This design comes from an exercise in tuning for small area and a short achievable clock period on the open sky130 flow, not from production work.
RTL that was checked went through simulation tests only; none was proved equivalent to the original.

==> flow/design.v (excerpt) <==
module crc_unit (
    input  wire        clk,
    input  wire        rst,           
    input  wire [2:0]  op,            
    input  wire [1:0]  size,          
    input  wire [63:0] wdata,
    input  wire [1:0]  cfg_width,     
    input  wire [31:0] cfg_poly,
    input  wire [31:0] cfg_init,
    input  wire [1:0]  cfg_reflect,   
    input  wire [31:0] cfg_xorout,
    output wire [31:0] running,
    output wire [31:0] result,
    output wire [1:0]  cmp_status,    
    output wire [63:0] bytes_fed
);
==> module crc_bit_step, before the edit <==
module crc_bit_step (
    input  wire [30:0] s_in,      
    input  wire        fb_f, fb_a, fb_b, fb_c,
    input  wire [30:0] poly,      
    input  wire        din_n,     
    output wire [30:0] s_out      
);
    assign s_out[30]    = s_in[29]    ^ (fb_f & poly[30]);
    assign s_out[29:25] = s_in[28:24] ^ ({5{fb_a}} & poly[29:25]);
    assign s_out[24:13] = s_in[23:12] ^ ({12{fb_b}} & poly[24:13]);
    assign s_out[12:1]  = s_in[11:0]  ^ ({12{fb_c}} & poly[12:1]);
    assign s_out[0]     = ~din_n      ^ (fb_c & poly[0]);
endmodule
==> module crc_bit_step0, before the edit <==
module crc_bit_step0 (
    input  wire [30:0] s_in,
    input  wire        fb_f, fb_a, fb_b, fb_c,
    input  wire [30:0] poly,
    output wire [30:0] s_out
);
    assign s_out[30]    = s_in[29]    ^ (fb_f & poly[30]);
    assign s_out[29:25] = s_in[28:24] ^ ({5{fb_a}} & poly[29:25]);
    assign s_out[24:13] = s_in[23:12] ^ ({12{fb_b}} & poly[24:13]);
    assign s_out[12:1]  = s_in[11:0]  ^ ({12{fb_c}} & poly[12:1]);
    assign s_out[0]     = fb_c & poly[0];
endmodule
==> flow/config.mk <==
export PLATFORM = sky130hd
export DESIGN_NAME = crc_unit
export DESIGN_NICKNAME = crc_unit
export VERILOG_FILES = /design/flow/design.v
export SDC_FILE = /design/flow/constraint.sdc
export NUM_CORES = 4
export LEC_CHECK = 0
export CAP_MARGIN = 20
export CORE_MARGIN = 2
export CORE_UTILIZATION = 40
export SLEW_MARGIN = 20
export SYNTH_HIERARCHICAL = 1
==> flow/constraint.sdc <==
create_clock -name core_clock -period 80.0 [get_ports {clk}]
set_input_delay 16.0000 -clock core_clock [delete_from_list [all_inputs] [get_ports {clk}]]
set_output_delay 16.0000 -clock core_clock [all_outputs]
set_load 0.01 [all_outputs]
standard.sh (not shown) runs the stock make flow with config.mk's settings and CLKGATE_MAP_FILE= SYNTH_SCRIPT=/design/flow/synth_recipe.tcl, a recipe that flattens the netlist after the stock synthesis.
==> flow/flow/run.sh <==
#!/bin/bash
set -euo pipefail
MARGIN=$(cat "$(dirname "$0")/margin.txt")
bash standard.sh SETUP_SLACK_MARGIN="$MARGIN" SETUP_MOVE_SEQUENCE=sizeup,swap SKIP_GATE_CLONING=1 \
    BUFFER_PORTS_ARGS="-buffer_cell sky130_fd_sc_hd__buf_1" \
    finish > make_finish.log 2>&1
==> flow/flow/margin.txt <==
40
Edit:
--- a/flow/design.v
+++ b/flow/design.v
@@ -5,11 +5,11 @@
     input  wire        din_n,     
     output wire [30:0] s_out      
 );
     assign s_out[30]    = s_in[29]    ^ (fb_f & poly[30]);
-    assign s_out[29:25] = s_in[28:24] ^ ({5{fb_a}} & poly[29:25]);
-    assign s_out[24:13] = s_in[23:12] ^ ({12{fb_b}} & poly[24:13]);
-    assign s_out[12:1]  = s_in[11:0]  ^ ({12{fb_c}} & poly[12:1]);
+    assign s_out[29:27] = s_in[28:26] ^ ({3{fb_a}} & poly[29:27]);
+    assign s_out[26:15] = s_in[25:14] ^ ({12{fb_b}} & poly[26:15]);
+    assign s_out[14:1]  = s_in[13:0]  ^ ({14{fb_c}} & poly[14:1]);
     assign s_out[0]     = ~din_n      ^ (fb_c & poly[0]);
 endmodule
 module crc_bit_step0 (
     input  wire [30:0] s_in,
@@ -17,11 +17,11 @@
     input  wire [30:0] poly,
     output wire [30:0] s_out
 );
     assign s_out[30]    = s_in[29]    ^ (fb_f & poly[30]);
-    assign s_out[29:25] = s_in[28:24] ^ ({5{fb_a}} & poly[29:25]);
-    assign s_out[24:13] = s_in[23:12] ^ ({12{fb_b}} & poly[24:13]);
-    assign s_out[12:1]  = s_in[11:0]  ^ ({12{fb_c}} & poly[12:1]);
+    assign s_out[29:27] = s_in[28:26] ^ ({3{fb_a}} & poly[29:27]);
+    assign s_out[26:15] = s_in[25:14] ^ ({12{fb_b}} & poly[26:15]);
+    assign s_out[14:1]  = s_in[13:0]  ^ ({14{fb_c}} & poly[14:1]);
     assign s_out[0]     = fb_c & poly[0];
 endmodule
 module crc_fb_nand (
     input  wire fb,
Register-to-register slack degrades by 0.44 ns.
Non-clock buffer count decreases by 10.
Routed wire length decreases by a few percent.
Worst hold slack improves by 0.015 ns.
Setup slack degrades by 0.38 ns.
Die area is unchanged.
Fmax decreases slightly.
Clock-buffer cell count does not change.
Critical path depth increases by 13.
First-iteration DRC count decreases by about a fifth.
Cell area decreases by a few percent.
Flip-flop and latch count is unchanged.
No functional check of the RTL was part of the first run of this note.

-- re-timing with driven ports --
The flow's constraints put no driver on any port. The routed layouts listed below were extracted and timed again, unchanged, in two steps. Step 1 (the two cells are an assumption about what drives the block):
set clk [get_ports {clk}]
set_driving_cell -lib_cell sky130_fd_sc_hd__clkbuf_16 $clk
set_driving_cell -lib_cell sky130_fd_sc_hd__buf_2 [delete_from_list [all_inputs] $clk]
Step 2 adds t to the input delays and takes it off the output delays; t is the mean of the earliest and latest rising clock arrival at the registers after step 1. Input paths then give back, and output paths get back, about the clock's delay inside the block. Three values: no drivers, after step 1, after step 2; two values: the first two.
| run | t (ns) | setup WS [ns] | worst hold slack (ns) |
|---|---|---|---|
| the first run | 0.513 | 39.848 / 39.868 / 39.355 | 0.507 / 0.507 / 0.507 |
| the second run | 0.520 | 39.473 / 39.483 / 38.963 | 0.523 / 0.523 / 0.523 |
After both steps setup and hold are still met in every run listed. For the second run, which loses most, drivers alone change the setup slack by +0.010 ns; drivers and shift together by -0.510 ns.
